Context: an optimization exercise on an open-source flow, tuned for small area and a short achievable clock period. The choices shown serve that exercise and are no tape-out recipe. Power figures rest on the tool's default switching activity, not on a simulated workload.

==> flow/design.v <==
module capu (
    input  wire        clk,
    input  wire [31:0] cur,           
    input  wire [31:0] w1,            
    input  wire [31:0] disp,          
    input  wire [1:0]  size,          
    output wire [33:0] base,          
    output wire [33:0] top,
    output wire [33:0] rep_lo,
    output wire [33:0] rep_hi,
    output wire [33:0] addr,          
    output wire        in_bounds,     
    output wire        rep_ok,        
    input  wire [32:0] b0,            
    input  wire [32:0] t0,
    output wire [4:0]  enc_e,
    output wire [9:0]  enc_b,
    output wire [9:0]  enc_t,
    output wire [32:0] enc_base,
    output wire [32:0] enc_top
);
    integer i;
    wire [4:0] e      = w1[31:27];
    wire       sealed = w1[6];
    wire [9:0] bm     = sealed ? {w1[26:20], 3'b000} : w1[26:17];
    wire [9:0] tm     = sealed ? {w1[19:13], 3'b000} : w1[16:7];
    wire       is22   = (e == 5'd22);
    reg [31:0] lm;                        
    always @(*)
        for (i = 0; i < 32; i = i + 1)
            lm[i] = (i < e + 10);
    wire [31:0] bmg = {22'd0, bm} << e;
    wire [31:0] tmg = {22'd0, tm} << e;
    wire kb  = ~is22 & ((cur & lm) < bmg);
    wire tlt = (tm < bm);
    wire ktp = is22 ? (tm == 10'd0) : (tlt & ~kb);    
    wire ktn = ~is22 & ~tlt & kb;                     
    wire [31:0] hu = cur | lm;            
    wire [31:0] hv = cur & ~lm;           
    wire [31:0] pa, po;                   
    capu_pfx #(32) u_pa (.g({31'd0, hu[0]}), .p(hu), .o(pa));
    capu_pfx #(32) u_po (.g(hv), .p({32{1'b1}}), .o(po));
    wire [32:0] ci  = {pa, 1'b1} & ~{1'b0, lm};
    wire [32:0] bi  = ~{po, 1'b0} & ~{1'b0, lm};
    wire [32:0] hh  = {1'b0, hv};
    wire [32:0] b33 = (hh ^ ({33{kb}} & bi)) | {1'b0, bmg};
    wire [32:0] r33 = (hh ^ ({33{~kb}} & ci)) | {1'b0, bmg};
    wire [32:0] t33 = (hh ^ (({33{ktp}} & ci) | ({33{ktn}} & bi))) | {1'b0, tmg};
    wire [33:0] a;                        
    capu_add #(34) u_a (.x({2'b00, cur}), .y({{2{disp[31]}}, disp}), .ci(1'b0), .s(a));
    reg [32:0] base_r, rh_r;
    reg [33:0] top_r, a_r;
    reg [1:0]  sz_r;
    reg        is22_r;
    always @(posedge clk) begin
        base_r <= b33;
        top_r  <= {ktn & bi[32], t33};
        rh_r   <= {r33[32], r33[31:0] & ~{32{r33[32]}}};    
        a_r    <= a;
        sz_r   <= size;
        is22_r <= is22;
    end
    wire [33:0] b_v = {base_r[32], base_r};
    wire ge_b = $signed(a_r) >= $signed(b_v);
    wire lt_r = $signed(a_r) < $signed({1'b0, rh_r});
    wire [2:0]  sm1 = (3'd1 << sz_r) - 3'd1;
    wire [34:0] xa  = {a_r[33], a_r};
    wire [34:0] xt  = ~{top_r[33], top_r};
    wire [34:0] xs  = {32'd0, sm1};
    wire [34:0] cs  = xa ^ xt ^ xs;
    wire [35:0] cc  = {(xa & xt) | (xa & xs) | (xt & xs), 1'b1};
    wire [34:0] cy;
    capu_pfx #(35) u_t (.g({cs[34:1] & cc[34:1], (cs[0] & cc[0])}), .p(cs ^ cc[34:0]), .o(cy));
    wire lt_t = cs[34] ^ cc[34] ^ cy[33];
    assign base      = b_v;
    assign rep_lo    = is22_r ? 34'd0 : b_v;
    assign top       = top_r;
    assign rep_hi    = {1'b0, rh_r};
    assign addr      = a_r;
    assign in_bounds = ge_b & lt_t;
    assign rep_ok    = (is22_r ? ~a_r[33] : ge_b) & lt_r;
    wire [32:0] l;
    capu_add #(33) u_l (.x(t0), .y(~b0), .ci(1'b1), .s(l));
    wire [32:0] bw = l ^ t0 ^ b0;         
    wire [32:0] tor;                      
    capu_pfx #(33) u_st (.g(t0), .p({33{1'b1}}), .o(tor));
    wire [32:0] st = {tor[31:0], 1'b0};   
    reg  [32:0] lr;
    wire [32:0] lorr;
    always @(*)
        for (i = 0; i < 33; i = i + 1)
            lr[i] = l[32 - i];
    capu_pfx #(33) u_lo (.g(lr), .p({33{1'b1}}), .o(lorr));
    reg  [33:0] lor;                      
    always @(*) begin
        lor[33] = 1'b0;
        for (i = 0; i < 33; i = i + 1)
            lor[i] = lorr[32 - i];
    end
    reg [21:0] xm;
    reg [8:0]  w;
    always @(*)
        for (i = 0; i < 22; i = i + 1) begin
            w     = l[i+8 -: 9];          
            xm[i] = lor[i+10] | (l[i+9] &
                    ((&w[8:6] & (|w[5:0] | bw[i] | st[i])) |
                     (&w[8:7] & ~w[6] & &w[5:0] & bw[i] & st[i])));
        end
    reg [32:0] b0_r, tm1_r;
    reg [21:0] em_r;
    always @(posedge clk) begin
        b0_r  <= b0;
        tm1_r <= t0 ^ ~st;                
        em_r  <= xm;
    end
    wire [32:0] em = {11'd0, em_r};
    wire [4:0]  xe;                       
    assign xe[4] = em_r[15];
    assign xe[3] = em_r[7] & ~em_r[15];
    assign xe[2] = (em_r[3] & ~em_r[7]) | (em_r[11] & ~em_r[15]) | em_r[19];
    assign xe[1] = (em_r[1] & ~em_r[3]) | (em_r[5] & ~em_r[7]) | (em_r[9] & ~em_r[11]) |
                   (em_r[13] & ~em_r[15]) | (em_r[17] & ~em_r[19]) | em_r[21];
    assign xe[0] = (em_r[0] & ~em_r[1]) | (em_r[2] & ~em_r[3]) | (em_r[4] & ~em_r[5]) |
                   (em_r[6] & ~em_r[7]) | (em_r[8] & ~em_r[9]) | (em_r[10] & ~em_r[11]) |
                   (em_r[12] & ~em_r[13]) | (em_r[14] & ~em_r[15]) | (em_r[16] & ~em_r[17]) |
                   (em_r[18] & ~em_r[19]) | (em_r[20] & ~em_r[21]);
    wire [32:0] ty = tm1_r | em;
    wire [32:0] ta;                       
    capu_pfx #(33) u_ta (.g({32'd0, ty[0]}), .p(ty), .o(ta));
    wire [9:0] wb, wt;
    capu_win u_wb (.x(b0_r), .e(xe), .y(wb));
    capu_win u_wt (.x(tm1_r), .e(xe), .y(wt));
    assign enc_e    = xe;
    assign enc_base = b0_r & ~em;
    assign enc_top  = ty ^ {ta[31:0], 1'b1};
    assign enc_b    = wb;
    assign enc_t    = wt + 10'd1;
endmodule
module capu_pfx #(parameter N = 32) (
    input  wire [N-1:0] g,
    input  wire [N-1:0] p,
    output wire [N-1:0] o
);
    localparam LG = $clog2(N);
    wire [N-1:0] gg [0:2*LG];
    wire [N-1:0] pp [0:2*LG];
    assign gg[0] = g;
    assign pp[0] = p;
    genvar l, i;
    generate
        for (l = 0; l < LG; l = l + 1) begin : up
            for (i = 0; i < N; i = i + 1) begin : b
                if ((i % (2 << l)) == (2 << l) - 1) begin : n
                    assign gg[l+1][i] = gg[l][i] | (pp[l][i] & gg[l][i-(1<<l)]);
                    assign pp[l+1][i] = pp[l][i] & pp[l][i-(1<<l)];
                end else begin : c
                    assign gg[l+1][i] = gg[l][i];
                    assign pp[l+1][i] = pp[l][i];
                end
            end
        end
        for (l = LG - 2; l >= 0; l = l - 1) begin : dn
            for (i = 0; i < N; i = i + 1) begin : b
                if ((i % (2 << l)) == (1 << l) - 1 && i >= (2 << l)) begin : n
                    assign gg[2*LG-1-l][i] = gg[2*LG-2-l][i] | (pp[2*LG-2-l][i] & gg[2*LG-2-l][i-(1<<l)]);
                    assign pp[2*LG-1-l][i] = pp[2*LG-2-l][i] & pp[2*LG-2-l][i-(1<<l)];
                end else begin : c
                    assign gg[2*LG-1-l][i] = gg[2*LG-2-l][i];
                    assign pp[2*LG-1-l][i] = pp[2*LG-2-l][i];
                end
            end
        end
    endgenerate
    assign o = gg[2*LG-1];
endmodule
module capu_add #(parameter N = 32) (
    input  wire [N-1:0] x,
    input  wire [N-1:0] y,
    input  wire         ci,
    output wire [N-1:0] s
);
    wire [N-1:0] p = x ^ y;
    wire [N-1:0] g = x & y;
    wire [N-1:0] c;
    capu_pfx #(N) u (.g({g[N-1:1], g[0] | (p[0] & ci)}), .p(p), .o(c));
    assign s = p ^ {c[N-2:0], ci};
endmodule
module capu_win (
    input  wire [32:0] x,
    input  wire [4:0]  e,
    output wire [9:0]  y
);
    wire [24:0] s16 = e[4] ? {8'd0, x[32:16]} : x[24:0];
    wire [16:0] s8  = e[3] ? s16[24:8] : s16[16:0];
    wire [12:0] s4  = e[2] ? s8[16:4]  : s8[12:0];
    wire [10:0] s2  = e[1] ? s4[12:2]  : s4[10:0];
    assign y = e[0] ? s2[10:1] : s2[9:0];
endmodule
==> flow/config.mk <==
export PLATFORM = sky130hd
export DESIGN_NAME = capu
export DESIGN_NICKNAME = capu
export VERILOG_FILES = /design/flow/design.v
export SDC_FILE = /design/flow/constraint.sdc
export NUM_CORES = 4
export LEC_CHECK = 0
export ABC_AREA = 1
export CAP_MARGIN = 30
export CORE_MARGIN = 2
export CORE_UTILIZATION = 40
export SLEW_MARGIN = 30
==> flow/constraint.sdc <==
create_clock -name core_clock -period 18.0 [get_ports {clk}]
set_input_delay 3.6000 -clock core_clock [delete_from_list [all_inputs] [get_ports {clk}]]
set_output_delay 3.6000 -clock core_clock [all_outputs]
set_load 0.01 [all_outputs]
standard.sh (not shown) runs the stock make flow with config.mk's settings and CLKGATE_MAP_FILE= SYNTH_SCRIPT=/design/flow/synth_recipe.tcl, a recipe that flattens the netlist after the stock synthesis.
==> flow/flow/run.sh <==
#!/bin/bash
# Standard layout, with the setup repair aiming for 9 ns of slack.
set -euo pipefail
bash standard.sh SETUP_SLACK_MARGIN=9 finish > layout.log 2>&1
Rerun with:
==> flow/flow/run.sh (replaced) <==
#!/bin/bash
# Standard layout, with buf_1 port buffers and the setup repair aiming for
# 10 ns of slack.
set -euo pipefail
bash standard.sh "BUFFER_PORTS_ARGS=-buffer_cell sky130_fd_sc_hd__buf_1" SETUP_SLACK_MARGIN=10 finish > layout.log 2>&1
- CORE_UTILIZATION: 40 -> 60
Result: The changed run went through all stages and came out clean. Routed wire length is lower by a little under a tenth. Count of clock-buffer cells in the layout is lower by 8. Sequential share of layout area is higher by 2.0 points. Hold slack is worse by 350 ps. Power is lower by a little under a tenth. Core utilization is higher by 18 points. Via count is higher by a few percent. Sequential power is lower slightly. Worst setup slack is better by 900 ps.
Rerun with:
==> flow/flow/run.sh (replaced) <==
#!/bin/bash
# Standard layout, with the port buffers of cell buf_1 and the setup repair
# aiming for 9 ns of slack.
set -euo pipefail
bash standard.sh "BUFFER_PORTS_ARGS=-buffer_cell sky130_fd_sc_hd__buf_1" SETUP_SLACK_MARGIN=9 finish > layout.log 2>&1
- CORE_UTILIZATION: 60 -> 40
Result: The new run finished with timing, DRC and antenna clean. Wire length came out higher by 5.7%. Worst setup slack got worse by 790 ps. Clock-buffer cell count came out higher by 7.
No run of this note included a check of the RTL's function; only the layout flow was run.

[port drivers added, routing unchanged]
How much do the figures lean on ideal ports? The routed layouts below were timed once more, with nothing changed but the port constraints.
Step 1, drivers: a clkbuf_16 drives clk and a buf_2 each remaining input, both assumed.
Step 2 moves the port delays by t, midway between the first and last clock arrival at a register: inputs arrive t later, outputs are due t later. That takes back most of the time a late clock gives input paths.
a / b / c = ideal / step 1 / step 2; a / b = the first two.
run | t (ns) | setup slack, ns | worst setup path after step 2 | worst data-port slew with drivers (ns)
the first run | 0.643 | 9.322 / 9.359 / 8.719 | input to register | 0.09
the second run | 0.623 | 10.224 / 10.226 / 9.603 | input to register | 0.11
the third run | 0.655 | 9.439 / 9.477 / 8.821 | input to register | 0.10
After both steps every run listed still meets setup and hold. The setup slack of the second run, which loses most, moves by +0.002 ns with the drivers and by -0.621 ns with both steps.
